Context: an optimization exercise on an open-source flow, tuned for small area, a short achievable clock period and few clock cycles per item. The choices shown serve that exercise and are no tape-out recipe.
Only simulation tests tie the RTL to the original design; equivalence was not proved.
Power and IR drop assume default switching activity.

`design/flow/config.mk`:
```
export PLATFORM = sky130hd
export DESIGN_NAME = cmac16
export DESIGN_NICKNAME = cmac16
export VERILOG_FILES = /design/flow/design.v
export SDC_FILE = /design/flow/constraint.sdc
export NUM_CORES = 8
export LEC_CHECK = 0
export CAP_MARGIN = 20
export CORE_MARGIN = 2
export CORE_UTILIZATION = 65
export PLACE_DENSITY = 0.75
export SLEW_MARGIN = 20
export SYNTH_HIERARCHICAL = 1
export TNS_END_PERCENT = 100
```
`design/flow/constraint.sdc`:
```
create_clock -name core_clock -period 14.0 [get_ports {clk}]
set_input_delay 2.8000 -clock core_clock [delete_from_list [all_inputs] [get_ports {clk}]]
set_output_delay 2.8000 -clock core_clock [all_outputs]
set_load 0.01 [all_outputs]
```
`design/flow/design.v`:
```
module cmac16 (
    input  wire         clk,
    input  wire         rst,         
    input  wire         in_valid,
    output wire         in_ready,
    input  wire [5:0]   in_op,       
    input  wire [3:0]   in_lane,     
    input  wire [4:0]   in_shift,    
    input  wire         in_sat,      
    input  wire [255:0] in_x,        
    input  wire [255:0] in_w,        
    output reg          resp_valid,
    output reg          resp_ovf,
    output reg  [255:0] resp_data
);
    localparam OP_CMAC   = 6'h30;
    localparam OP_CMACZ  = 6'h31;
    localparam OP_CMACJ  = 6'h32;
    localparam OP_CMACJZ = 6'h33;
    localparam OP_CMACE  = 6'h34;
    localparam OP_CMACEZ = 6'h35;
    localparam OP_NARROW = 6'h38;
    localparam OP_NARROWS = 6'h39;
    assign in_ready = 1'b1;
    wire fire = in_valid & ~rst;
    wire is_mac    = (in_op >= OP_CMAC) && (in_op <= OP_CMACEZ);
    wire is_narrow = (in_op == OP_NARROW) || (in_op == OP_NARROWS);
    reg         v0, nar0, sat0;
    reg [4:0]   shift0;
    wire [15:0] wsel = in_w[in_lane*16 +: 16];
    always @(posedge clk) begin
        v0     <= fire;
        nar0   <= fire & is_narrow;
        sat0   <= in_sat;
        shift0 <= in_shift;
    end
    reg         v1;
    reg [30:7]  ge1;     
    integer     gi;
    reg [16:0]  ps_i [0:15], pc_i [0:15];    
    reg [16:0]  ps_q [0:15], pc_q [0:15];
    always @(posedge clk) begin
        v1     <= v0 & ~rst;
        for (gi = 7; gi <= 30; gi = gi + 1)
            ge1[gi] <= (shift0 <= gi - 7);
    end
    wire [31:0] acc_i [0:15];
    wire [31:0] acc_q [0:15];
    wire [31:0] mac_ovf;
    wire [31:0] nar_ovf;
    wire [255:0] nar_data;
    wire [15:0]  lane_ovf;
    genvar g;
    generate
        for (g = 0; g < 16; g = g + 1) begin : lane
            wire       mac, elem, conj, clear, sat1, nar1_l;
            wire [4:0] shift1;
            cmac16_ctl u_c (
                .clk(clk), .rst(rst), .valid(in_valid), .op(in_op),
                .sat0(sat0), .shift0(shift0), .nar0(nar0), .nar1(nar1_l),
                .mac(mac), .elem(elem), .conj(conj),
                .clear(clear), .sat1(sat1), .shift1(shift1));
            wire [15:0] xg = in_x[16*g +: 16] & {16{mac}};
            wire [3:0] ei_one, ei_two, eq_one, eq_two;
            genvar k;
            for (k = 0; k < 4; k = k + 1) begin : booth
                wire i_hi = xg[2*k+1];
                wire i_md = xg[2*k];
                wire i_lo = (k == 0) ? 1'b0 : xg[2*k-1];
                wire q_hi = xg[8+2*k+1];
                wire q_md = xg[8+2*k];
                wire q_lo = (k == 0) ? 1'b0 : xg[8+2*k-1];
                assign ei_one[k] = i_md ^ i_lo;
                assign ei_two[k] = (i_hi & ~i_md & ~i_lo) | (~i_hi & i_md & i_lo);
                assign eq_one[k] = q_md ^ q_lo;
                assign eq_two[k] = (q_hi & ~q_md & ~q_lo) | (~q_hi & q_md & q_lo);
            end
            reg [3:0] i_one, i_two, i_neg, q_one, q_two, q_neg;
            reg [7:0] wi, wq;
            reg [3:0] nq0, ni0;
            always @(posedge clk) begin
                i_one <= ei_one;
                i_two <= ei_two;
                i_neg <= {xg[7], xg[5], xg[3], xg[1]};
                q_one <= eq_one;
                q_two <= eq_two;
                q_neg <= {xg[15], xg[13], xg[11], xg[9]};
                {wq, wi} <= elem ? in_w[16*g +: 16] : wsel;
                nq0 <= {in_x[16*g+15], in_x[16*g+13], in_x[16*g+11], in_x[16*g+9]} ^ {4{~conj}};
                ni0 <= {in_x[16*g+7], in_x[16*g+5], in_x[16*g+3], in_x[16*g+1]} ^ {4{conj}};
            end
            wire [16:0] psi, pci, psq, pcq;
            cmac16_cdot u_i (
                .a_one(i_one), .a_two(i_two), .a_neg(i_neg),
                .b_one(q_one), .b_two(q_two), .b_neg(nq0),
                .wa(wi), .wb(wq), .ps(psi), .pc(pci));
            cmac16_cdot u_q (
                .a_one(q_one), .a_two(q_two), .a_neg(q_neg),
                .b_one(i_one), .b_two(i_two), .b_neg(ni0),
                .wa(wi), .wb(wq), .ps(psq), .pc(pcq));
            always @(posedge clk) begin
                ps_i[g] <= psi;
                pc_i[g] <= pci;
                ps_q[g] <= psq;
                pc_q[g] <= pcq;
            end
            cmac16_acc u_ai (.clk(clk), .clear(clear), .sat(sat1), .ps(ps_i[g]), .pc(pc_i[g]), .acc(acc_i[g]), .ovf(mac_ovf[2*g]));
            cmac16_acc u_aq (.clk(clk), .clear(clear), .sat(sat1), .ps(ps_q[g]), .pc(pc_q[g]), .acc(acc_q[g]), .ovf(mac_ovf[2*g+1]));
            cmac16_nar u_ni (.a(acc_i[g]), .s(shift1), .ge(ge1), .sat(sat1), .y(nar_data[16*g +: 8]), .ovf(nar_ovf[2*g]));
            cmac16_nar u_nq (.a(acc_q[g]), .s(shift1), .ge(ge1), .sat(sat1), .y(nar_data[16*g+8 +: 8]), .ovf(nar_ovf[2*g+1]));
            assign lane_ovf[g] = mac_ovf[2*g] | mac_ovf[2*g+1]
                               | (nar1_l & (nar_ovf[2*g] | nar_ovf[2*g+1]));
        end
    endgenerate
    always @(posedge clk) begin
        resp_valid <= v1 & ~rst;
        resp_ovf   <= |lane_ovf;
        resp_data  <= nar_data;
    end
endmodule
module cmac16_ctl (
    input  wire       clk,
    input  wire       rst,
    input  wire       valid,
    input  wire [5:0] op,
    input  wire       sat0,
    input  wire [4:0] shift0,
    input  wire       nar0,
    output reg        nar1,
    output wire       mac,      
    output wire       elem,     
    output wire       conj,     
    output wire       clear,
    output reg        sat1,
    output reg  [4:0] shift1
);
    assign mac  = valid & ~rst & (op >= 6'h30) & (op <= 6'h35);
    assign elem = (op == 6'h34) || (op == 6'h35);
    assign conj = (op == 6'h32) || (op == 6'h33);
    wire   repl = (op == 6'h31) || (op == 6'h33) || (op == 6'h35);
    reg repl0, rst1;
    always @(posedge clk) begin
        repl0  <= mac & repl;
        rst1   <= rst;
        sat1   <= sat0;
        shift1 <= shift0;
        nar1   <= nar0;
    end
    assign clear = rst | rst1 | repl0;
endmodule
module cmac16_acc (
    input  wire        clk,
    input  wire        clear,
    input  wire        sat,
    input  wire [16:0] ps, pc,
    output reg  [31:0] acc,
    output wire        ovf
);
    wire [17:0] lo = acc[15:0] + ps + pc;
    wire up = lo[17];
    wire dn = ~lo[17] & ~lo[16];
    wire [15:0] hi = acc[31:16];
    wire [15:0] ones, zeros;    
    genvar i;
    for (i = 0; i < 16; i = i + 1) begin : g
        if (i == 0) begin : b0
            assign ones[0] = 1'b1;
            assign zeros[0] = 1'b1;
        end else begin : bi
            assign ones[i] = &hi[i-1:0];
            assign zeros[i] = ~|hi[i-1:0];
        end
    end
    wire [15:0] hn = hi ^ (({16{up}} & ones) | ({16{dn}} & zeros));
    assign ovf = (up & ones[15] & ~hi[15]) | (dn & zeros[15] & hi[15]);
    wire cl = ovf & sat;
    always @(posedge clk)
        acc <= clear ? 32'd0 : cl ? {hi[15], {31{~hi[15]}}} : {hn, lo[15:0]};
endmodule
module cmac16_nar (
    input  wire [31:0] a,
    input  wire [4:0]  s,
    input  wire [30:7] ge,      
    input  wire        sat,
    output wire [7:0]  y,
    output wire        ovf
);
    wire        sg = a[31];
    wire [38:0] ae = {{7{sg}}, a};
    wire [22:0] t16 = s[4] ? ae[38:16] : ae[22:0];
    wire [14:0] t8  = s[3] ? t16[22:8] : t16[14:0];
    wire [10:0] t4  = s[2] ? t8[14:4]  : t8[10:0];
    wire [8:0]  t2  = s[1] ? t4[10:2]  : t4[8:0];
    wire [7:0]  t1  = s[0] ? t2[8:1]   : t2[7:0];
    wire [30:7] d = a[30:7] ^ {24{sg}};
    assign ovf = |(d & ge);
    assign y = (ovf && sat) ? {sg, {7{~sg}}} : t1;
endmodule
module cmac16_cdot (
    input  wire [3:0]  a_one, a_two, a_neg,   
    input  wire [3:0]  b_one, b_two, b_neg,   
    input  wire [7:0]  wa, wb,
    output wire [16:0] ps, pc
);
    wire [8:0] ar0;
    assign ar0[0] = ((a_one[0] & wa[0]) | (a_two[0] & 1'b0)) ^ a_neg[0];
    assign ar0[1] = ((a_one[0] & wa[1]) | (a_two[0] & wa[0])) ^ a_neg[0];
    assign ar0[2] = ((a_one[0] & wa[2]) | (a_two[0] & wa[1])) ^ a_neg[0];
    assign ar0[3] = ((a_one[0] & wa[3]) | (a_two[0] & wa[2])) ^ a_neg[0];
    assign ar0[4] = ((a_one[0] & wa[4]) | (a_two[0] & wa[3])) ^ a_neg[0];
    assign ar0[5] = ((a_one[0] & wa[5]) | (a_two[0] & wa[4])) ^ a_neg[0];
    assign ar0[6] = ((a_one[0] & wa[6]) | (a_two[0] & wa[5])) ^ a_neg[0];
    assign ar0[7] = ((a_one[0] & wa[7]) | (a_two[0] & wa[6])) ^ a_neg[0];
    assign ar0[8] = ((a_one[0] & wa[7]) | (a_two[0] & wa[7])) ^ a_neg[0];
    wire [8:0] ar1;
    assign ar1[0] = ((a_one[1] & wa[0]) | (a_two[1] & 1'b0)) ^ a_neg[1];
    assign ar1[1] = ((a_one[1] & wa[1]) | (a_two[1] & wa[0])) ^ a_neg[1];
    assign ar1[2] = ((a_one[1] & wa[2]) | (a_two[1] & wa[1])) ^ a_neg[1];
    assign ar1[3] = ((a_one[1] & wa[3]) | (a_two[1] & wa[2])) ^ a_neg[1];
    assign ar1[4] = ((a_one[1] & wa[4]) | (a_two[1] & wa[3])) ^ a_neg[1];
    assign ar1[5] = ((a_one[1] & wa[5]) | (a_two[1] & wa[4])) ^ a_neg[1];
    assign ar1[6] = ((a_one[1] & wa[6]) | (a_two[1] & wa[5])) ^ a_neg[1];
    assign ar1[7] = ((a_one[1] & wa[7]) | (a_two[1] & wa[6])) ^ a_neg[1];
    assign ar1[8] = ((a_one[1] & wa[7]) | (a_two[1] & wa[7])) ^ a_neg[1];
    wire [8:0] ar2;
    assign ar2[0] = ((a_one[2] & wa[0]) | (a_two[2] & 1'b0)) ^ a_neg[2];
    assign ar2[1] = ((a_one[2] & wa[1]) | (a_two[2] & wa[0])) ^ a_neg[2];
    assign ar2[2] = ((a_one[2] & wa[2]) | (a_two[2] & wa[1])) ^ a_neg[2];
    assign ar2[3] = ((a_one[2] & wa[3]) | (a_two[2] & wa[2])) ^ a_neg[2];
    assign ar2[4] = ((a_one[2] & wa[4]) | (a_two[2] & wa[3])) ^ a_neg[2];
    assign ar2[5] = ((a_one[2] & wa[5]) | (a_two[2] & wa[4])) ^ a_neg[2];
    assign ar2[6] = ((a_one[2] & wa[6]) | (a_two[2] & wa[5])) ^ a_neg[2];
    assign ar2[7] = ((a_one[2] & wa[7]) | (a_two[2] & wa[6])) ^ a_neg[2];
    assign ar2[8] = ((a_one[2] & wa[7]) | (a_two[2] & wa[7])) ^ a_neg[2];
    wire [8:0] ar3;
    assign ar3[0] = ((a_one[3] & wa[0]) | (a_two[3] & 1'b0)) ^ a_neg[3];
    assign ar3[1] = ((a_one[3] & wa[1]) | (a_two[3] & wa[0])) ^ a_neg[3];
    assign ar3[2] = ((a_one[3] & wa[2]) | (a_two[3] & wa[1])) ^ a_neg[3];
    assign ar3[3] = ((a_one[3] & wa[3]) | (a_two[3] & wa[2])) ^ a_neg[3];
    assign ar3[4] = ((a_one[3] & wa[4]) | (a_two[3] & wa[3])) ^ a_neg[3];
    assign ar3[5] = ((a_one[3] & wa[5]) | (a_two[3] & wa[4])) ^ a_neg[3];
    assign ar3[6] = ((a_one[3] & wa[6]) | (a_two[3] & wa[5])) ^ a_neg[3];
    assign ar3[7] = ((a_one[3] & wa[7]) | (a_two[3] & wa[6])) ^ a_neg[3];
    assign ar3[8] = ((a_one[3] & wa[7]) | (a_two[3] & wa[7])) ^ a_neg[3];
    wire [8:0] br0;
    assign br0[0] = ((b_one[0] & wb[0]) | (b_two[0] & 1'b0)) ^ b_neg[0];
    assign br0[1] = ((b_one[0] & wb[1]) | (b_two[0] & wb[0])) ^ b_neg[0];
    assign br0[2] = ((b_one[0] & wb[2]) | (b_two[0] & wb[1])) ^ b_neg[0];
    assign br0[3] = ((b_one[0] & wb[3]) | (b_two[0] & wb[2])) ^ b_neg[0];
    assign br0[4] = ((b_one[0] & wb[4]) | (b_two[0] & wb[3])) ^ b_neg[0];
    assign br0[5] = ((b_one[0] & wb[5]) | (b_two[0] & wb[4])) ^ b_neg[0];
    assign br0[6] = ((b_one[0] & wb[6]) | (b_two[0] & wb[5])) ^ b_neg[0];
    assign br0[7] = ((b_one[0] & wb[7]) | (b_two[0] & wb[6])) ^ b_neg[0];
    assign br0[8] = ((b_one[0] & wb[7]) | (b_two[0] & wb[7])) ^ b_neg[0];
    wire [8:0] br1;
    assign br1[0] = ((b_one[1] & wb[0]) | (b_two[1] & 1'b0)) ^ b_neg[1];
    assign br1[1] = ((b_one[1] & wb[1]) | (b_two[1] & wb[0])) ^ b_neg[1];
    assign br1[2] = ((b_one[1] & wb[2]) | (b_two[1] & wb[1])) ^ b_neg[1];
    assign br1[3] = ((b_one[1] & wb[3]) | (b_two[1] & wb[2])) ^ b_neg[1];
    assign br1[4] = ((b_one[1] & wb[4]) | (b_two[1] & wb[3])) ^ b_neg[1];
    assign br1[5] = ((b_one[1] & wb[5]) | (b_two[1] & wb[4])) ^ b_neg[1];
    assign br1[6] = ((b_one[1] & wb[6]) | (b_two[1] & wb[5])) ^ b_neg[1];
    assign br1[7] = ((b_one[1] & wb[7]) | (b_two[1] & wb[6])) ^ b_neg[1];
    assign br1[8] = ((b_one[1] & wb[7]) | (b_two[1] & wb[7])) ^ b_neg[1];
    wire [8:0] br2;
    assign br2[0] = ((b_one[2] & wb[0]) | (b_two[2] & 1'b0)) ^ b_neg[2];
    assign br2[1] = ((b_one[2] & wb[1]) | (b_two[2] & wb[0])) ^ b_neg[2];
    assign br2[2] = ((b_one[2] & wb[2]) | (b_two[2] & wb[1])) ^ b_neg[2];
    assign br2[3] = ((b_one[2] & wb[3]) | (b_two[2] & wb[2])) ^ b_neg[2];
    assign br2[4] = ((b_one[2] & wb[4]) | (b_two[2] & wb[3])) ^ b_neg[2];
    assign br2[5] = ((b_one[2] & wb[5]) | (b_two[2] & wb[4])) ^ b_neg[2];
    assign br2[6] = ((b_one[2] & wb[6]) | (b_two[2] & wb[5])) ^ b_neg[2];
    assign br2[7] = ((b_one[2] & wb[7]) | (b_two[2] & wb[6])) ^ b_neg[2];
    assign br2[8] = ((b_one[2] & wb[7]) | (b_two[2] & wb[7])) ^ b_neg[2];
    wire [8:0] br3;
    assign br3[0] = ((b_one[3] & wb[0]) | (b_two[3] & 1'b0)) ^ b_neg[3];
    assign br3[1] = ((b_one[3] & wb[1]) | (b_two[3] & wb[0])) ^ b_neg[3];
    assign br3[2] = ((b_one[3] & wb[2]) | (b_two[3] & wb[1])) ^ b_neg[3];
    assign br3[3] = ((b_one[3] & wb[3]) | (b_two[3] & wb[2])) ^ b_neg[3];
    assign br3[4] = ((b_one[3] & wb[4]) | (b_two[3] & wb[3])) ^ b_neg[3];
    assign br3[5] = ((b_one[3] & wb[5]) | (b_two[3] & wb[4])) ^ b_neg[3];
    assign br3[6] = ((b_one[3] & wb[6]) | (b_two[3] & wb[5])) ^ b_neg[3];
    assign br3[7] = ((b_one[3] & wb[7]) | (b_two[3] & wb[6])) ^ b_neg[3];
    assign br3[8] = ((b_one[3] & wb[7]) | (b_two[3] & wb[7])) ^ b_neg[3];
    wire s0, c0;
    assign s0 = a_neg[0] ^ b_neg[0] ^ ar0[0];
    assign c0 = (a_neg[0] & b_neg[0]) | (a_neg[0] & ar0[0]) | (b_neg[0] & ar0[0]);
    wire s1, c1;
    assign s1 = ar0[1] ^ br0[1];
    assign c1 = ar0[1] & br0[1];
    wire s2, c2;
    assign s2 = a_neg[1] ^ b_neg[1] ^ ar0[2];
    assign c2 = (a_neg[1] & b_neg[1]) | (a_neg[1] & ar0[2]) | (b_neg[1] & ar0[2]);
    wire s3, c3;
    assign s3 = ar1[0] ^ br0[2] ^ br1[0];
    assign c3 = (ar1[0] & br0[2]) | (ar1[0] & br1[0]) | (br0[2] & br1[0]);
    wire s4, c4;
    assign s4 = c1 ^ s2 ^ s3;
    assign c4 = (c1 & s2) | (c1 & s3) | (s2 & s3);
    wire s5, c5;
    assign s5 = ar0[3] ^ ar1[1] ^ br0[3];
    assign c5 = (ar0[3] & ar1[1]) | (ar0[3] & br0[3]) | (ar1[1] & br0[3]);
    wire s6, c6;
    assign s6 = br1[1] ^ c2 ^ c3;
    assign c6 = (br1[1] & c2) | (br1[1] & c3) | (c2 & c3);
    wire s7, c7;
    assign s7 = s5 ^ s6;
    assign c7 = s5 & s6;
    wire s8, c8;
    assign s8 = a_neg[2] ^ b_neg[2] ^ ar0[4];
    assign c8 = (a_neg[2] & b_neg[2]) | (a_neg[2] & ar0[4]) | (b_neg[2] & ar0[4]);
    wire s9, c9;
    assign s9 = ar1[2] ^ ar2[0] ^ br0[4];
    assign c9 = (ar1[2] & ar2[0]) | (ar1[2] & br0[4]) | (ar2[0] & br0[4]);
    wire s10, c10;
    assign s10 = br1[2] ^ br2[0] ^ c5;
    assign c10 = (br1[2] & br2[0]) | (br1[2] & c5) | (br2[0] & c5);
    wire s11, c11;
    assign s11 = s8 ^ s9 ^ c6;
    assign c11 = (s8 & s9) | (s8 & c6) | (s9 & c6);
    wire s12, c12;
    assign s12 = s10 ^ c7;
    assign c12 = s10 & c7;
    wire s13, c13;
    assign s13 = ar0[5] ^ ar1[3] ^ ar2[1];
    assign c13 = (ar0[5] & ar1[3]) | (ar0[5] & ar2[1]) | (ar1[3] & ar2[1]);
    wire s14, c14;
    assign s14 = br0[5] ^ br1[3] ^ br2[1];
    assign c14 = (br0[5] & br1[3]) | (br0[5] & br2[1]) | (br1[3] & br2[1]);
    wire s15, c15;
    assign s15 = c8 ^ c9 ^ s13;
    assign c15 = (c8 & c9) | (c8 & s13) | (c9 & s13);
    wire s16, c16;
    assign s16 = s14 ^ c10 ^ s15;
    assign c16 = (s14 & c10) | (s14 & s15) | (c10 & s15);
    wire s17, c17;
    assign s17 = c11 ^ c12;
    assign c17 = c11 & c12;
    wire s18, c18;
    assign s18 = a_neg[3] ^ b_neg[3] ^ ar0[6];
    assign c18 = (a_neg[3] & b_neg[3]) | (a_neg[3] & ar0[6]) | (b_neg[3] & ar0[6]);
    wire s19, c19;
    assign s19 = ar1[4] ^ ar2[2] ^ ar3[0];
    assign c19 = (ar1[4] & ar2[2]) | (ar1[4] & ar3[0]) | (ar2[2] & ar3[0]);
    wire s20, c20;
    assign s20 = br0[6] ^ br1[4] ^ br2[2];
    assign c20 = (br0[6] & br1[4]) | (br0[6] & br2[2]) | (br1[4] & br2[2]);
    wire s21, c21;
    assign s21 = br3[0] ^ c13 ^ c14;
    assign c21 = (br3[0] & c13) | (br3[0] & c14) | (c13 & c14);
    wire s22, c22;
    assign s22 = s18 ^ s19 ^ s20;
    assign c22 = (s18 & s19) | (s18 & s20) | (s19 & s20);
    wire s23, c23;
    assign s23 = s21 ^ c15 ^ s22;
    assign c23 = (s21 & c15) | (s21 & s22) | (c15 & s22);
    wire s24, c24;
    assign s24 = c16 ^ s23;
    assign c24 = c16 & s23;
    wire s25, c25;
    assign s25 = ar0[7] ^ ar1[5] ^ ar2[3];
    assign c25 = (ar0[7] & ar1[5]) | (ar0[7] & ar2[3]) | (ar1[5] & ar2[3]);
    wire s26, c26;
    assign s26 = ar3[1] ^ br0[7] ^ br1[5];
    assign c26 = (ar3[1] & br0[7]) | (ar3[1] & br1[5]) | (br0[7] & br1[5]);
    wire s27, c27;
    assign s27 = br2[3] ^ br3[1] ^ c18;
    assign c27 = (br2[3] & br3[1]) | (br2[3] & c18) | (br3[1] & c18);
    wire s28, c28;
    assign s28 = c19 ^ c20 ^ s25;
    assign c28 = (c19 & c20) | (c19 & s25) | (c20 & s25);
    wire s29, c29;
    assign s29 = s26 ^ c21 ^ s27;
    assign c29 = (s26 & c21) | (s26 & s27) | (c21 & s27);
    wire s30, c30;
    assign s30 = c22 ^ s28 ^ c23;
    assign c30 = (c22 & s28) | (c22 & c23) | (s28 & c23);
    wire s31, c31;
    assign s31 = s29 ^ c24;
    assign c31 = s29 & c24;
    wire s32, c32;
    assign s32 = ~ar0[8] ^ ar1[6] ^ ar2[4];
    assign c32 = (~ar0[8] & ar1[6]) | (~ar0[8] & ar2[4]) | (ar1[6] & ar2[4]);
    wire s33, c33;
    assign s33 = ar3[2] ^ ~br0[8] ^ br1[6];
    assign c33 = (ar3[2] & ~br0[8]) | (ar3[2] & br1[6]) | (~br0[8] & br1[6]);
    wire s34, c34;
    assign s34 = br2[4] ^ br3[2] ^ c25;
    assign c34 = (br2[4] & br3[2]) | (br2[4] & c25) | (br3[2] & c25);
    wire s35, c35;
    assign s35 = c26 ^ s32 ^ s33;
    assign c35 = (c26 & s32) | (c26 & s33) | (s32 & s33);
    wire s36, c36;
    assign s36 = c27 ^ s34 ^ c28;
    assign c36 = (c27 & s34) | (c27 & c28) | (s34 & c28);
    wire s37, c37;
    assign s37 = s35 ^ c29 ^ s36;
    assign c37 = (s35 & c29) | (s35 & s36) | (c29 & s36);
    wire s38, c38;
    assign s38 = c30 ^ s37;
    assign c38 = c30 & s37;
    wire s39, c39;
    assign s39 = 1'b1 ^ ar1[7] ^ ar2[5];
    assign c39 = (1'b1 & ar1[7]) | (1'b1 & ar2[5]) | (ar1[7] & ar2[5]);
    wire s40, c40;
    assign s40 = ar3[3] ^ br1[7] ^ br2[5];
    assign c40 = (ar3[3] & br1[7]) | (ar3[3] & br2[5]) | (br1[7] & br2[5]);
    wire s41, c41;
    assign s41 = br3[3] ^ c32 ^ c33;
    assign c41 = (br3[3] & c32) | (br3[3] & c33) | (c32 & c33);
    wire s42, c42;
    assign s42 = s39 ^ s40 ^ c34;
    assign c42 = (s39 & s40) | (s39 & c34) | (s40 & c34);
    wire s43, c43;
    assign s43 = s41 ^ c35 ^ s42;
    assign c43 = (s41 & c35) | (s41 & s42) | (c35 & s42);
    wire s44, c44;
    assign s44 = c36 ^ s43 ^ c37;
    assign c44 = (c36 & s43) | (c36 & c37) | (s43 & c37);
    wire s45, c45;
    assign s45 = 1'b1 ^ ~ar1[8] ^ ar2[6];
    assign c45 = (1'b1 & ~ar1[8]) | (1'b1 & ar2[6]) | (~ar1[8] & ar2[6]);
    wire s46, c46;
    assign s46 = ar3[4] ^ ~br1[8] ^ br2[6];
    assign c46 = (ar3[4] & ~br1[8]) | (ar3[4] & br2[6]) | (~br1[8] & br2[6]);
    wire s47, c47;
    assign s47 = br3[4] ^ c39 ^ c40;
    assign c47 = (br3[4] & c39) | (br3[4] & c40) | (c39 & c40);
    wire s48, c48;
    assign s48 = s45 ^ s46 ^ c41;
    assign c48 = (s45 & s46) | (s45 & c41) | (s46 & c41);
    wire s49, c49;
    assign s49 = s47 ^ c42 ^ s48;
    assign c49 = (s47 & c42) | (s47 & s48) | (c42 & s48);
    wire s50, c50;
    assign s50 = c43 ^ s49;
    assign c50 = c43 & s49;
    wire s51, c51;
    assign s51 = ar2[7] ^ ar3[5] ^ br2[7];
    assign c51 = (ar2[7] & ar3[5]) | (ar2[7] & br2[7]) | (ar3[5] & br2[7]);
    wire s52, c52;
    assign s52 = br3[5] ^ c45 ^ c46;
    assign c52 = (br3[5] & c45) | (br3[5] & c46) | (c45 & c46);
    wire s53, c53;
    assign s53 = s51 ^ c47 ^ s52;
    assign c53 = (s51 & c47) | (s51 & s52) | (c47 & s52);
    wire s54, c54;
    assign s54 = c48 ^ s53 ^ c49;
    assign c54 = (c48 & s53) | (c48 & c49) | (s53 & c49);
    wire s55, c55;
    assign s55 = 1'b1 ^ ~ar2[8] ^ ar3[6];
    assign c55 = (1'b1 & ~ar2[8]) | (1'b1 & ar3[6]) | (~ar2[8] & ar3[6]);
    wire s56, c56;
    assign s56 = ~br2[8] ^ br3[6] ^ c51;
    assign c56 = (~br2[8] & br3[6]) | (~br2[8] & c51) | (br3[6] & c51);
    wire s57, c57;
    assign s57 = s55 ^ c52 ^ s56;
    assign c57 = (s55 & c52) | (s55 & s56) | (c52 & s56);
    wire s58, c58;
    assign s58 = c53 ^ s57;
    assign c58 = c53 & s57;
    wire s59, c59;
    assign s59 = ar3[7] ^ br3[7] ^ c55;
    assign c59 = (ar3[7] & br3[7]) | (ar3[7] & c55) | (br3[7] & c55);
    wire s60, c60;
    assign s60 = c56 ^ s59 ^ c57;
    assign c60 = (c56 & s59) | (c56 & c57) | (s59 & c57);
    wire s61, c61;
    assign s61 = 1'b1 ^ ~ar3[8] ^ ~br3[8];
    assign c61 = (1'b1 & ~ar3[8]) | (1'b1 & ~br3[8]) | (~ar3[8] & ~br3[8]);
    wire s62, c62;
    assign s62 = s61 ^ c59;
    assign c62 = s61 & c59;
    assign ps = {1'b0, c61, c60, c58, c54, c50, c44, c38, c31, s30, c17, s16, s11, c4, s4, c0, br0[0]};
    assign pc = {1'b0, c62, s62, s60, s58, s54, s50, s44, s38, s31, s24, s17, s12, s7, 1'b0, s1, s0};
endmodule
```
`design/flow/flow/run.sh`:
```
#!/bin/bash
# Layout flow: the standard ORFS flow (standard.sh), unchanged, run in two
# parts. Floorplan and placement run as standard; from clock tree synthesis
# on, the timing repair steps are asked for a setup slack of SETUP_MARGIN ns
# (flow/setup_margin) at the design's own clock period and constraints, so
# that they keep shortening the worst paths after the design meets the clock.
# (config.mk's SETUP_SLACK_MARGIN stops at 5 ns.) Sizing may change a cell's
# footprint (MATCH_CELL_FOOTPRINT=0), and ports are buffered with buf_4.
# Each tool's full output is in orfs/logs/; standard.sh's own output goes to
# standard_*.log here.
set -euo pipefail
cd "$(dirname "$0")/.."
MARGIN=$(cat flow/setup_margin)
KNOBS=(MATCH_CELL_FOOTPRINT=0 "BUFFER_PORTS_ARGS=-buffer_cell sky130_fd_sc_hd__buf_4")
bash standard.sh "${KNOBS[@]}" SETUP_SLACK_MARGIN=0 place > standard_place.log 2>&1
bash standard.sh "${KNOBS[@]}" SETUP_SLACK_MARGIN="$MARGIN" finish > standard_finish.log 2>&1
```
`design/flow/flow/setup_margin`:
```
10
```
`design/flow/standard.sh`:
```
#!/bin/bash
# synth_recipe.tcl (not shown) runs the flow's synth.tcl, then flattens the netlist and writes it again
# the make line also repeats each setting of config.mk as NAME=value (left out here)
make -C /OpenROAD-flow-scripts/flow DESIGN_CONFIG=/design/flow/config.mk WORK_HOME=/design/flow/orfs CLKGATE_MAP_FILE= SYNTH_SCRIPT=/design/flow/synth_recipe.tcl "${@:-finish}"
```
==> impl_metrics.yaml, run 1 <==
drt:
  finalWirelength_um: 1040000
  ant_nets: 1
  drtIter0Drc: 29500
  first_pass_iters: 12
  drc: 0
  wire_per_inst_um: 29.5
  viasPerCell: 6.65
  dr_total_vias: 233000
worst_setup_path:
  reg2reg_depth: 16
  crit_chain: "buf_6"
  cp_max_fo: 1
  reg2reg_setup_slack_ns: 9.60
  startpoint_type: "register"
  setup.worst_path.end: "resp_ovf"
  crit_path_max_incr_delay_ns: 0.47
  arrival_ns: 1.62
  cp.depth: 1
  r2r-start: "ps_q[6][1]"
  cp.required_ns: 11.20
  crit_family: "flip-flops"
  slowest_stage: "dfxtp_4"
  timing.critical_path.buf_inv: 1
  crit_start: "resp_ovf"
  critical_path_class: "register to primary output"
  critPathCaptureType: "primary output"
  rr_endpoint: "resp_ovf"
cts:
  ctsHtreeMaxLevel: 5
  cts-buffers-inserted: 373
  cts_root_buf: "clkbuf_16"
  cts_tree: "built"
  clock_latency_ns: 1.04
  clkSlewWorstSetupHoldPaths_ns: 0.07
  cts_buffer_depth: 4
  cts_sinks: 3315
  ctsHoldBuffers: 0
grt:
  grt_pass1_vias: 224000
  use_met3: 0.134
  grtUsageMet2: 0.650
  grt-busiest-layer: "met2"
  grt_pass1_wl_um: 1500000
  antenna_found_initial: 173
  grt_max_degree: 63
  grt_overflow: 0
  grt_usage: 0.446
  use_met1: 0.532
placed_design:
  hpwl_um: 765000
  dpl-instance-area_um2: 282000
  place.gp.congestion: 1.07
  io_buffers: 788
  place_inst: 34100
floorplan:
  start_util: 0.653
  dieArea_um2: 449000
  die_w_um: 670
  rows: 244
  die_h_um: 670
  ioPinCount: 790
  coreArea_um2: 441000
final_layout:
  post-route-util: 0.677
  final_nets: 32300
  fin_area_um2: 299000
  nFillCells: 35000
  layoutNonFillerInstCount: 35100
  final_cell_mix: "dfxtp_1, inv_1, xnor2_1, fa_1, a22oi_1"
  multi_input_area_um2: 189000
  drive_above_1_share: 0.158
  regArea_um2: 67100
  area_delta_synth_final_pct: 3.71
  layout.cells.most_common: "dfxtp_1"
job:
  cap_viol_max_count: 0
timing:
  setup_violations: 0
  setup_tns_ns: 0
  hold_viol: 0
  tightest_slew_ns: 1.21
  clock_skew_ns: 0.0557
  period_share: 0.316
  rsz0062_at_grt: "yes"
  final_max_slew_viol_count: 0
  maxSlewHeadroom: 0.190
  fin_crit_ns: 4.42
  max_freq_ghz: 0.226
pwr:
  cellPowerDensity_nw_per_um2: 192
  total_leakage_power_uw: 0.122
  p_int_uw: 31600
  vdd_drop_max_mv: 0.227
  p_seq_frac: 0.279
  p_comb_frac: 0.537
  switching_share: 0.449
  switchingPower_uw: 25700
  p_clk_frac: 0.184
  p_total_uw: 57400
synth:
  synth.ff_latch_count: 3315
  synth-main-ff-cell: "dfxtp_1"
  syn_area_per_cell_um2: 9.61
  ys_warn_count: 17
  synth_cell_type_count: 100
  ys_seq_area_frac: 0.230
  syn-instance-count: 30000
  async_reset_ff_frac: 0
  synth_edf_count: 0
  syn_area_um2: 288000
run_status:
  so_faults: "antenna rules"
  outcome: "complete, but fails checks"
hold_path:
  hp-class: "register to register"
==> per-module statistics from Yosys, one instance, submodules excluded <==
module,flops+latches,cell area [um^2],cells inside
cmac16,2147,55300,3837
cmac16_ctl,9,254,17
cmac16_cdot,0,3080,337
cmac16_acc,32,2650,289
cmac16_nar,0,1420,183
==> how the worst min path moves through the flow <==
stage | from | to | slack [ns] | cells after the start
after CTS | v0 | v1 | 0.48 | 1
after detailed placement | v0 | v1 | 0.43 | 1
after global routing | v0 | v1 | 0.49 | 1
after global placement | v0 | v1 | 0.46 | 1
final | v0 | v1 | 0.49 | 1
after floorplan | v1 | resp_valid | 0.41 | 1
==> cells by family (layout without fill, tap and decap cells) <==
kind of cell    Yosys count  after routing  share of synthesized area
fa+ha+maj              3072           3072                      0.188
mux                    1722           1722                     0.0757
compound gates         7606           7608                      0.191
buf+inv                6065           4999                      0.122
flops                  3315           3315                      0.230
xor+xnor               3264           3264                     0.0992
simple gates           4920           4920                     0.0940
other cells              33            328                   0.000430
==> stage by stage <==
stage                     setup WS (ns)  hold WS, ns
final                              9.58        0.492
after floorplan                    9.55        0.414
after global placement             8.06        0.464
after CTS                          9.57        0.483
after detailed placement           8.23        0.433
after global routing               9.53        0.486
==> final cells by class <==
| type | count | share of cell area |
|---|---|---|
| clock buffer | 487 | 0.0350 |
| timing repair buffer | 1284 | 0.0362 |
| inverter | 3027 | 0.0380 |
| sequential | 3315 | 0.224 |
| antenna | 231 | 0.00193 |
| clock inverter | 201 | 0.00856 |
| multi-input combinational | 20700 | 0.631 |
| tap | 5904 | 0.0247 |
==> repair_timing <==
action,4_1_cts,5_1_grt
gates resized for setup,641,293
pin swaps,25,42
buffers inserted,27,63
gates cloned,1,4
endpoints found under the setup margin,1135,1142
==> power by group through the flow <==
stage               Combinational (uW)  Clock, uW  Sequential [uW]
detailed placement               29200          0            15800
floorplan                        24400          0            14100
CTS                              30000      10600            15800
global route                     33700      11000            16100
finish                           30800      10500            16000
global placement                 28600          0            15700
==> sequential cells by signal, indices dropped and copies added (netlist names), 80 cells and up <==
name	count
lane.u_ai.acc	512
lane.u_aq.acc	512
lane.u_c.shift1	80
lane.wi	128
lane.wq	128
pc_i	272
pc_q	272
ps_i	272
ps_q	272
resp_data	256
==> layer usage <==
layer | up-vias | routed length [um]
met1 | 113000 | 367000
met3 | 4194 | 122000
met2 | 15600 | 438000
met4 | 48 | 109000
li1 | 101000 | -
met5 | - | 301
==> cell usage after synthesis (96+ instances only) <==
| cell | n | area share |
|---|---|---|
| dfxtp_1 | 3315 | 0.23 |
| inv_1 | 2899 | 0.038 |
| xnor2_1 | 2368 | 0.072 |
| fa_1 | 2080 | 0.14 |
| a22oi_1 | 1888 | 0.049 |
| nand2_1 | 1308 | 0.017 |
| buf_4 | 1225 | 0.032 |
| o21ai_0 | 1172 | 0.020 |
| a21oi_1 | 1122 | 0.019 |
| ha_1 | 992 | 0.043 |
| mux2i_1 | 957 | 0.033 |
| xor2_1 | 896 | 0.027 |
| buf_2 | 674 | 0.012 |
| buf_6 | 625 | 0.024 |
| nor2_1 | 596 | 0.0078 |
| and2_1 | 478 | 0.010 |
| nand3_1 | 449 | 0.0078 |
| o21ai_1 | 448 | 0.0078 |
| mux2_2 | 445 | 0.017 |
| nand2b_1 | 402 | 0.0087 |
| o22ai_1 | 352 | 0.0076 |
| a22oi_2 | 288 | 0.013 |
| a31oi_1 | 227 | 0.0049 |
| and3_1 | 224 | 0.0049 |
| nor3_1 | 224 | 0.0039 |
| mux4_2 | 219 | 0.017 |
| or3_1 | 178 | 0.0039 |
| clkbuf_1 | 175 | 0.0023 |
| a32oi_1 | 160 | 0.0049 |
| nor2b_1 | 144 | 0.0031 |
| nand4_1 | 134 | 0.0029 |
| a21o_1 | 132 | 0.0034 |
| o21a_1 | 130 | 0.0034 |
| clkbuf_8 | 128 | 0.0061 |
| inv_2 | 128 | 0.0017 |
| o2111ai_1 | 128 | 0.0039 |
| o31ai_1 | 128 | 0.0033 |
| a211oi_1 | 117 | 0.0030 |
| a21boi_0 | 101 | 0.0026 |
| or2_2 | 100 | 0.0022 |
| clkbuf_2 | 96 | 0.0017 |
| o211ai_1 | 96 | 0.0025 |
| o2bb2ai_1 | 96 | 0.0029 |
Testbench counts, summed over its fixed seeds: cycles 24,417, items 24,393.
==> inputs of run 2 (changes only) <==
--- a/design/flow/config.mk
+++ b/design/flow/config.mk
@@ -7,8 +7,8 @@
 export LEC_CHECK = 0
 export CAP_MARGIN = 20
 export CORE_MARGIN = 2
-export CORE_UTILIZATION = 65
-export PLACE_DENSITY = 0.75
+export CORE_UTILIZATION = 62
+export PLACE_DENSITY = 0.72
 export SLEW_MARGIN = 20
 export SYNTH_HIERARCHICAL = 1
 export TNS_END_PERCENT = 100
==> impl_metrics.yaml, run 2 <==
run_status:
  outcome: "finished clean"
placed_design:
  hpwl_um: 766000
  place.gp.congestion: 1.05
  dpl-instance-area_um2: 282000
  io_buffers: 788
timing:
  final_max_slew_viol_count: 0
  tightest_slew_ns: 1.30
  setup_tns_ns: 0
  setup_violations: 0
  max_freq_ghz: 0.217
  clock_skew_ns: 0.0496
  hold_viol: 0
  period_share: 0.329
  rsz0062_at_grt: "yes"
  fin_crit_ns: 4.61
  maxSlewHeadroom: 0.135
floorplan:
  dieArea_um2: 470000
  ioPinCount: 790
  die_h_um: 686
  coreArea_um2: 463000
  start_util: 0.622
  rows: 250
  die_w_um: 686
cts:
  cts_root_buf: "clkbuf_16"
  cts_tree: "built"
  clkSlewWorstSetupHoldPaths_ns: 0.06
  cts_buffer_depth: 4
  ctsHoldBuffers: 0
  ctsHtreeMaxLevel: 5
  cts_sinks: 3315
  clock_latency_ns: 1.06
  cts-buffers-inserted: 385
hold_path:
  hp-class: "register to register"
  hp-start: "v0"
  hold_depth: 1
worst_setup_path:
  reg2reg_depth: 16
  cp.depth: 16
  timing.critical_path.buf_inv: 1
  crit_family: "simple AND/OR/NAND/NOR gates"
  r2r-start: "ps_q[8][1]"
  crit_chain: "fa_1 > ha_1 > inv_1 > fa_1 > nor2b_1 > o31ai_1 > a211o_1 > and3_2 > o22ai_4 > nor2b_2 > nand2_1 > o21ai_0 > nor4_1 > nand4_1 > nor2_1 > nand2_1"
  critical_path_class: "register to register"
  cp_max_fo: 6
  crit_start: "ps_q[8][1]"
  crit_path_max_incr_delay_ns: 0.59
  cp.required_ns: 14.92
  slowest_stage: "nor4_1"
  startpoint_type: "register"
  critPathCaptureType: "register"
  arrival_ns: 5.53
drt:
  viasPerCell: 6.59
  drtIter0Drc: 30700
  drc: 0
  first_pass_iters: 13
  ant_nets: 0
  dr_total_vias: 233000
  wire_per_inst_um: 29.3
  finalWirelength_um: 1040000
synth:
  async_reset_ff_frac: 0
  synth.ff_latch_count: 3315
  ys_warn_count: 17
  syn_area_um2: 288000
  synth_cell_type_count: 100
  syn-instance-count: 30000
  synth-main-ff-cell: "dfxtp_1"
  syn_area_per_cell_um2: 9.61
  synth_area_leaders: "dfxtp_1, fa_1, xnor2_1"
  synth_most_common_cell: "dfxtp_1"
  synth_top_area_frac: 0.230
  synth_commonest_cells: "dfxtp_1, inv_1, xnor2_1"
  synth_edf_count: 0
  yosys.area.top_type: "dfxtp_1"
  ys_seq_area_frac: 0.230
pwr:
  p_total_uw: 57800
  vdd_drop_max_mv: 0.205
  total_leakage_power_uw: 0.122
  cellPowerDensity_nw_per_um2: 192
grt:
  antenna_found_initial: 187
  grt_overflow: 0
  grt_max_degree: 63
  grt_pass1_wl_um: 1510000
  grt_usage: 0.428
  grt_pass1_vias: 225000
final_layout:
  area_delta_synth_final_pct: 4.18
  reg_top3: "lane.u_ai.acc (512), lane.u_aq.acc (512)"
  drive_above_1_share: 0.161
  layout.cells.most_common: "inv_1"
  final_cell_mix: "inv_1, dfxtp_1, xnor2_1, fa_1, a22oi_1"
  final_nets: 32300
  fin_area_um2: 300000
job:
  cap_viol_max_count: 0
run 2: cell counts after synthesis:
Identical to the previous run, type by type.
run 2: logic make-up (layout without fill, tap and decap cells):
| kind of cell | after synthesis | in the layout | synth area share |
|---|---|---|---|
| other cells | 33 | 287 | 0.000430 |
| buf+inv | 6065 | 5017 | 0.122 |
| simple gates | 4920 | 4920 | 0.0940 |
| flops | 3315 | 3315 | 0.230 |
| mux | 1722 | 1722 | 0.0757 |
| xor+xnor | 3264 | 3264 | 0.0992 |
| fa+ha+maj | 3072 | 3072 | 0.188 |
| compound gates | 7606 | 7609 | 0.191 |
run 2: where the power goes:
part           internal (uW)  total (uW)  leakage, uW  switching [uW]
logic                  13500       30700       0.0881           17200
registers              12000       16100       0.0276            4140
clock network           6440       10900      0.00659            4490
run 2: final timing paths:
path | end | slack (ns)
setup / recovery | resp_ovf | 9.39
hold reg to reg | v1 | 0.46
setup reg to reg | resp_ovf | 9.39
hold / removal | v1 | 0.46
run 2: layout make-up:
class	instances	area, um^2
Antenna cell	190	475
Clock buffer	521	11100
Clock inverter	190	2580
Fill cell	37700	163000
Inverter	3027	11400
Multi-Input combinational cell	20700	189000
Sequential cell	3315	67200
Tap cell	6174	7720
Timing Repair Buffer	1279	10900
run 2: metrics by stage:
stage | worst slack, ns | util | hold slack, ns | cells
global route | 9.45 | 0.647 | 0.458 | 35300
finish | 9.39 | 0.648 | 0.456 | 35400
detailed placement | 8.20 | 0.608 | 0.439 | 34400
floorplan | 9.55 | - | 0.414 | 30100
CTS | 9.52 | 0.643 | 0.452 | 35100
global placement | 8.11 | 0.608 | 0.426 | 34400
run 2: layer usage:
| layer | track usage | vias up | part of all wire |
|---|---|---|---|
| met2 | 0.608 | 15200 | 0.41 |
| met1 | 0.526 | 113000 | 0.37 |
| li1 | - | 101000 | - |
| met4 | 0.325 | 76 | 0.089 |
| met5 | 0.00306 | - | 0.00073 |
| met3 | 0.159 | 3689 | 0.13 |
run 2: repair_timing:
| action | 4_1_cts | 5_1_grt |
|---|---|---|
| gates resized for setup | 728 | 329 |
| cloned | 2 | 3 |
| setup buffers | 36 | 73 |
| endpoints found under the setup margin | 1152 | 1222 |
| pin swaps | 43 | 72 |
run 2: per-module statistics from Yosys (local to each module, per instance):
module,flip-flops and latches,times used,cells inside
cmac16_nar,0,32,183
cmac16_acc,32,32,289
cmac16_ctl,9,16,17
cmac16_cdot,0,32,337
cmac16,2147,1,3837
==> inputs of run 3 (changes only) <==
--- a/design/flow/design.v
+++ b/design/flow/design.v
@@ -35,14 +35,10 @@
         shift0 <= in_shift;
     end
     reg         v1;
-    reg [30:7]  ge1;     
-    integer     gi;
     reg [16:0]  ps_i [0:15], pc_i [0:15];    
     reg [16:0]  ps_q [0:15], pc_q [0:15];
     always @(posedge clk) begin
         v1     <= v0 & ~rst;
-        for (gi = 7; gi <= 30; gi = gi + 1)
-            ge1[gi] <= (shift0 <= gi - 7);
     end
     wire [31:0] acc_i [0:15];
     wire [31:0] acc_q [0:15];
@@ -55,40 +51,36 @@
         for (g = 0; g < 16; g = g + 1) begin : lane
             wire       mac, elem, conj, clear, sat1, nar1_l;
             wire [4:0] shift1;
+            wire [30:7] ge1;
             cmac16_ctl u_c (
                 .clk(clk), .rst(rst), .valid(in_valid), .op(in_op),
                 .sat0(sat0), .shift0(shift0), .nar0(nar0), .nar1(nar1_l),
                 .mac(mac), .elem(elem), .conj(conj),
-                .clear(clear), .sat1(sat1), .shift1(shift1));
-            wire [15:0] xg = in_x[16*g +: 16] & {16{mac}};
-            wire [3:0] ei_one, ei_two, eq_one, eq_two;
-            genvar k;
-            for (k = 0; k < 4; k = k + 1) begin : booth
-                wire i_hi = xg[2*k+1];
-                wire i_md = xg[2*k];
-                wire i_lo = (k == 0) ? 1'b0 : xg[2*k-1];
-                wire q_hi = xg[8+2*k+1];
-                wire q_md = xg[8+2*k];
-                wire q_lo = (k == 0) ? 1'b0 : xg[8+2*k-1];
-                assign ei_one[k] = i_md ^ i_lo;
-                assign ei_two[k] = (i_hi & ~i_md & ~i_lo) | (~i_hi & i_md & i_lo);
-                assign eq_one[k] = q_md ^ q_lo;
-                assign eq_two[k] = (q_hi & ~q_md & ~q_lo) | (~q_hi & q_md & q_lo);
-            end
-            reg [3:0] i_one, i_two, i_neg, q_one, q_two, q_neg;
-            reg [7:0] wi, wq;
+                .clear(clear), .sat1(sat1), .shift1(shift1), .ge1(ge1));
+            reg [7:0] xi, xq, wi, wq;
             reg [3:0] nq0, ni0;
             always @(posedge clk) begin
-                i_one <= ei_one;
-                i_two <= ei_two;
-                i_neg <= {xg[7], xg[5], xg[3], xg[1]};
-                q_one <= eq_one;
-                q_two <= eq_two;
-                q_neg <= {xg[15], xg[13], xg[11], xg[9]};
+                {xq, xi} <= in_x[16*g +: 16] & {16{mac}};
                 {wq, wi} <= elem ? in_w[16*g +: 16] : wsel;
                 nq0 <= {in_x[16*g+15], in_x[16*g+13], in_x[16*g+11], in_x[16*g+9]} ^ {4{~conj}};
                 ni0 <= {in_x[16*g+7], in_x[16*g+5], in_x[16*g+3], in_x[16*g+1]} ^ {4{conj}};
             end
+            wire [3:0] i_one, i_two, i_neg, q_one, q_two, q_neg;
+            genvar k;
+            for (k = 0; k < 4; k = k + 1) begin : booth
+                wire i_hi = xi[2*k+1];
+                wire i_md = xi[2*k];
+                wire i_lo = (k == 0) ? 1'b0 : xi[2*k-1];
+                wire q_hi = xq[2*k+1];
+                wire q_md = xq[2*k];
+                wire q_lo = (k == 0) ? 1'b0 : xq[2*k-1];
+                assign i_one[k] = i_md ^ i_lo;
+                assign i_two[k] = (i_hi & ~i_md & ~i_lo) | (~i_hi & i_md & i_lo);
+                assign i_neg[k] = i_hi;
+                assign q_one[k] = q_md ^ q_lo;
+                assign q_two[k] = (q_hi & ~q_md & ~q_lo) | (~q_hi & q_md & q_lo);
+                assign q_neg[k] = q_hi;
+            end
             wire [16:0] psi, pci, psq, pcq;
             cmac16_cdot u_i (
                 .a_one(i_one), .a_two(i_two), .a_neg(i_neg),
@@ -132,7 +124,8 @@
     output wire       conj,     
     output wire       clear,
     output reg        sat1,
-    output reg  [4:0] shift1
+    output reg  [4:0] shift1,
+    output wire [30:7] ge1      
 );
     assign mac  = valid & ~rst & (op >= 6'h30) & (op <= 6'h35);
     assign elem = (op == 6'h34) || (op == 6'h35);
@@ -147,6 +140,10 @@
         nar1   <= nar0;
     end
     assign clear = rst | rst1 | repl0;
+    genvar i;
+    for (i = 7; i <= 30; i = i + 1) begin : g
+        assign ge1[i] = (shift1 <= i - 7);
+    end
 endmodule
 module cmac16_acc (
     input  wire        clk,
@@ -304,8 +301,8 @@
     assign s6 = br1[1] ^ c2 ^ c3;
     assign c6 = (br1[1] & c2) | (br1[1] & c3) | (c2 & c3);
     wire s7, c7;
-    assign s7 = s5 ^ s6;
-    assign c7 = s5 & s6;
+    assign s7 = s5 ^ s6 ^ c4;
+    assign c7 = (s5 & s6) | (s5 & c4) | (s6 & c4);
     wire s8, c8;
     assign s8 = a_neg[2] ^ b_neg[2] ^ ar0[4];
     assign c8 = (a_neg[2] & b_neg[2]) | (a_neg[2] & ar0[4]) | (b_neg[2] & ar0[4]);
@@ -319,8 +316,8 @@
     assign s11 = s8 ^ s9 ^ c6;
     assign c11 = (s8 & s9) | (s8 & c6) | (s9 & c6);
     wire s12, c12;
-    assign s12 = s10 ^ c7;
-    assign c12 = s10 & c7;
+    assign s12 = s10 ^ s11 ^ c7;
+    assign c12 = (s10 & s11) | (s10 & c7) | (s11 & c7);
     wire s13, c13;
     assign s13 = ar0[5] ^ ar1[3] ^ ar2[1];
     assign c13 = (ar0[5] & ar1[3]) | (ar0[5] & ar2[1]) | (ar1[3] & ar2[1]);
@@ -334,8 +331,8 @@
     assign s16 = s14 ^ c10 ^ s15;
     assign c16 = (s14 & c10) | (s14 & s15) | (c10 & s15);
     wire s17, c17;
-    assign s17 = c11 ^ c12;
-    assign c17 = c11 & c12;
+    assign s17 = c11 ^ s16;
+    assign c17 = c11 & s16;
     wire s18, c18;
     assign s18 = a_neg[3] ^ b_neg[3] ^ ar0[6];
     assign c18 = (a_neg[3] & b_neg[3]) | (a_neg[3] & ar0[6]) | (b_neg[3] & ar0[6]);
@@ -397,8 +394,8 @@
     assign s37 = s35 ^ c29 ^ s36;
     assign c37 = (s35 & c29) | (s35 & s36) | (c29 & s36);
     wire s38, c38;
-    assign s38 = c30 ^ s37;
-    assign c38 = c30 & s37;
+    assign s38 = c30 ^ s37 ^ c31;
+    assign c38 = (c30 & s37) | (c30 & c31) | (s37 & c31);
     wire s39, c39;
     assign s39 = 1'b1 ^ ar1[7] ^ ar2[5];
     assign c39 = (1'b1 & ar1[7]) | (1'b1 & ar2[5]) | (ar1[7] & ar2[5]);
@@ -471,6 +468,6 @@
     wire s62, c62;
     assign s62 = s61 ^ c59;
     assign c62 = s61 & c59;
-    assign ps = {1'b0, c61, c60, c58, c54, c50, c44, c38, c31, s30, c17, s16, s11, c4, s4, c0, br0[0]};
-    assign pc = {1'b0, c62, s62, s60, s58, s54, s50, s44, s38, s31, s24, s17, s12, s7, 1'b0, s1, s0};
+    assign ps = {1'b0, c61, c60, c58, c54, c50, c44, c38, s38, s30, c17, c12, s12, s7, s4, c0, br0[0]};
+    assign pc = {1'b0, c62, s62, s60, s58, s54, s50, s44, 1'b0, s31, s24, s17, 1'b0, 1'b0, 1'b0, s1, s0};
 endmodule
--- a/design/flow/config.mk
+++ b/design/flow/config.mk
@@ -7,8 +7,8 @@
 export LEC_CHECK = 0
 export CAP_MARGIN = 20
 export CORE_MARGIN = 2
-export CORE_UTILIZATION = 62
-export PLACE_DENSITY = 0.72
+export CORE_UTILIZATION = 65
+export PLACE_DENSITY = 0.75
 export SLEW_MARGIN = 20
 export SYNTH_HIERARCHICAL = 1
 export TNS_END_PERCENT = 100
==> impl_metrics.yaml, run 3 <==
grt:
  grt_pass1_vias: 224000
  grt_max_degree: 73
  grt_pass1_wl_um: 1420000
  antenna_found_initial: 90
  grt_usage: 0.406
  grt_overflow: 0
placed_design:
  io_buffers: 788
  dpl-instance-area_um2: 285000
  hpwl_um: 711000
  place.gp.congestion: 1.03
  dp_slack_ns: 8.01
synth:
  synth_top_area_frac: 0.217
  yosys.area.top_type: "dfxtp_1"
  synth_cell_type_count: 103
  synth-main-ff-cell: "dfxtp_1"
  syn_area_um2: 292000
  synth_most_common_cell: "dfxtp_1"
  syn_area_per_cell_um2: 9.76
  syn-instance-count: 29900
  ys_seq_area_frac: 0.217
  ys_warn_count: 17
  synth_edf_count: 0
  synth_area_leaders: "dfxtp_1, fa_1, xnor2_1"
  synth.ff_latch_count: 3163
  synth_commonest_cells: "dfxtp_1, inv_1, fa_1, xnor2_1, a22oi_1"
  async_reset_ff_frac: 0
timing:
  setup_violations: 0
  setup_tns_ns: 0
  maxSlewHeadroom: 0.129
  period_share: 0.330
  max_freq_ghz: 0.217
  final_max_slew_viol_count: 0
  clock_skew_ns: 0.0826
  rsz0062_at_grt: "yes"
  hold_viol: 0
  fin_crit_ns: 4.62
  tightest_slew_ns: 1.27
  setup_ws_ns: 9.38
floorplan:
  dieArea_um2: 455000
  die_w_um: 674
  start_util: 0.651
  ioPinCount: 790
  coreArea_um2: 448000
  die_h_um: 674
  rows: 246
worst_setup_path:
  startpoint_type: "register"
  timing.critical_path.buf_inv: 1
  cp_max_fo: 3
  reg2reg_depth: 16
  r2r-start: "ps_i[5][1]"
  crit_path_max_incr_delay_ns: 0.75
  crit_chain: "fa_1 > ha_2 > inv_2 > fa_2 > nor2b_4 > o31ai_2 > a211o_1 > and3_4 > o22ai_4 > nor2b_4 > nand2_2 > o21ai_4 > nor4_4 > nand4_1 > nor2_1 > nand2_1"
  slowest_stage: "nor4_4"
  reg2reg_setup_slack_ns: 9.38
  cp.required_ns: 14.91
  critPathCaptureType: "register"
  arrival_ns: 5.52
  crit_top_cell: "nor2b_4"
  rr_endpoint: "resp_ovf"
  critical_path_class: "register to register"
  crit_family: "simple AND/OR/NAND/NOR gates"
final_layout:
  fin_area_um2: 309000
  multi_input_area_um2: 195000
  final_cell_mix: "inv_1, dfxtp_1, xnor2_1, fa_1, buf_4"
  area_delta_synth_final_pct: 5.72
  drive_above_1_share: 0.202
  nFillCells: 34700
  regArea_um2: 64500
  reg_top3: "lane.u_ai.acc (512), lane.u_aq.acc (512)"
  final_nets: 33100
  layout.cells.most_common: "inv_1"
hold_path:
  min_to: "v1"
  hp-class: "register to register"
  hold_depth: 1
  hp-start: "v0"
drt:
  ant_nets: 0
  finalWirelength_um: 962000
  drtIter0Drc: 27200
  dr_total_vias: 233000
  wire_per_inst_um: 26.8
  first_pass_iters: 9
  viasPerCell: 6.50
  drc: 0
cts:
  cts_root_buf: "clkbuf_16"
  cts_sinks: 3163
  clock_latency_ns: 1.08
  clkSlewWorstSetupHoldPaths_ns: 0.06
  cts_buffer_depth: 4
  ctsHtreeMaxLevel: 5
  cts-buffers-inserted: 361
  cts_tree: "built"
  ctsHoldBuffers: 0
pwr:
  total_leakage_power_uw: 0.126
  cellPowerDensity_nw_per_um2: 197
  vdd_drop_max_mv: 0.221
job:
  cap_viol_max_count: 0
run_status:
  outcome: "finished clean"
run 3: changes by cell type in the layout (fill, tap and decap cells not counted), sizes merged, moves of 124 or more:
cell,previous run,this run
dfxtp,3315,3163
inv,3056,2932
nand2,1372,1234
xor2,896,1088
xnor2,2368,2176
buf,1277,2044
run 3: layout make-up:
cell class / count / area share
multi-input cells: 21000 / 0.631
flip-flops and latches: 3163 / 0.209
repair buffers: 2053 / 0.0572
inverters: 2912 / 0.0354
clock buffers: 462 / 0.0328
well taps: 5952 / 0.0241
clock inverters: 201 / 0.00942
diodes: 129 / 0.00105
run 3: modules after synthesis (local to each module, per instance):
| module | cell area (um^2) | flops+latches | times used | cells inside |
|---|---|---|---|---|
| cmac16_nar | 1420 | 0 | 32 | 183 |
| cmac16_cdot | 3190 | 0 | 32 | 330 |
| cmac16 | 51300 | 1995 | 1 | 3383 |
| cmac16_acc | 2650 | 32 | 32 | 289 |
| cmac16_ctl | 504 | 9 | 16 | 55 |
run 3: kinds of logic (layout without fill, tap and decap cells):
kind of cell	after synthesis	in the layout	share of synthesized area
buf+inv	5901	5628	0.127
other cells	33	322	0.000424
compound gates	7827	7827	0.199
flops	3163	3163	0.217
fa+ha+maj	3072	3072	0.188
mux	1725	1725	0.0748
simple gates	4942	4942	0.0966
xor+xnor	3264	3264	0.0979
run 3: how the worst max path moves through the flow:
stage	endpoint	cells past startpoint	startpoint
finish	resp_ovf	16	ps_i[5][1]
global route	resp_ovf	19	ps_q[3][0]
CTS	resp_data[5]	1	resp_data[5]
detailed placement	lane[8].wq[0]	6	in_lane[0]
global placement	lane[15].wq[0]	6	in_lane[0]
floorplan	lane[10].wq[6]	7	in_lane[0]
run 3: per-layer routing:
layer	part of all wire	up-vias	track usage
met2	0.43	13700	0.603
met1	0.37	114000	0.502
li1	-	103000	-
met4	0.094	28	0.319
met5	0.00018	-	0
met3	0.11	3298	0.107
run 3: through the flow:
stage                      util  total power [uW]  instances  hold slack [ns]
after floorplan               -             41900      30100            0.414
after global placement    0.636             47900      34500            0.445
after detailed placement  0.636             48500      34500            0.429
after CTS                 0.675             60000      35300            0.464
after global routing      0.688             65000      35800            0.470
final                     0.689             60800      35900            0.467
run 3: power breakdown:
group / switching, uW / leakage, uW / internal [uW]
clock: 4300 / 0.00628 / 6120
sequential: 4180 / 0.0264 / 11700
combinational: 19200 / 0.0935 / 15300
run 3: worst register-to-register path: stages, from the launching register on:
cell and delay [ns]:
dfxtp_2 0.32, fa_1 0.53, ha_2 0.20, inv_2 0.05, fa_2 0.40, nor2b_4 0.15
o31ai_2 0.08, a211o_1 0.34, and3_4 0.19, o22ai_4 0.19, nor2b_4 0.07, nand2_2 0.09
o21ai_4 0.16, nor4_4 0.75, nand4_1 0.58, nor2_1 0.29, nand2_1 0.09
run 3: what timing repair did:
action,CTS,global route
setup endpoints to repair,1410,1275
pin swaps,57,216
setup buffers,163,470
resized for setup,1007,573
gates cloned,1,17
Testbench counts of run 3, summed over its fixed seeds: cycles 24,417, items 24,393.

static timing again, ports no longer ideal:
In the flow no input, the clock included, has a driving cell. The finished layouts below were timed again as built, in two steps.
Step 1 (the two cells are an assumption about what drives the block):
set clk [get_ports {clk}]
set_driving_cell -lib_cell sky130_fd_sc_hd__clkbuf_16 $clk
set_driving_cell -lib_cell sky130_fd_sc_hd__buf_2 [delete_from_list [all_inputs] $clk]
Step 2, shift: input delay + t, output delay - t, t = (earliest + latest rising clock arrival at the registers) / 2. This alone moves slack from input paths to output paths.
Slacks: ideal / step 1 / step 2; pairs: ideal / step 1.
run	t, ns	setup WS [ns]	worst setup path at the end
run 1	1.146	9.582 / 9.447 / 8.832	input to register
run 2	1.156	9.390 / 9.390 / 8.559	input to register
run 3	1.174	9.385 / 9.385 / 8.729	input to register
For run 2, which loses most, drivers alone change the setup slack by 0.000 ns; drivers and shift together by -0.831 ns.
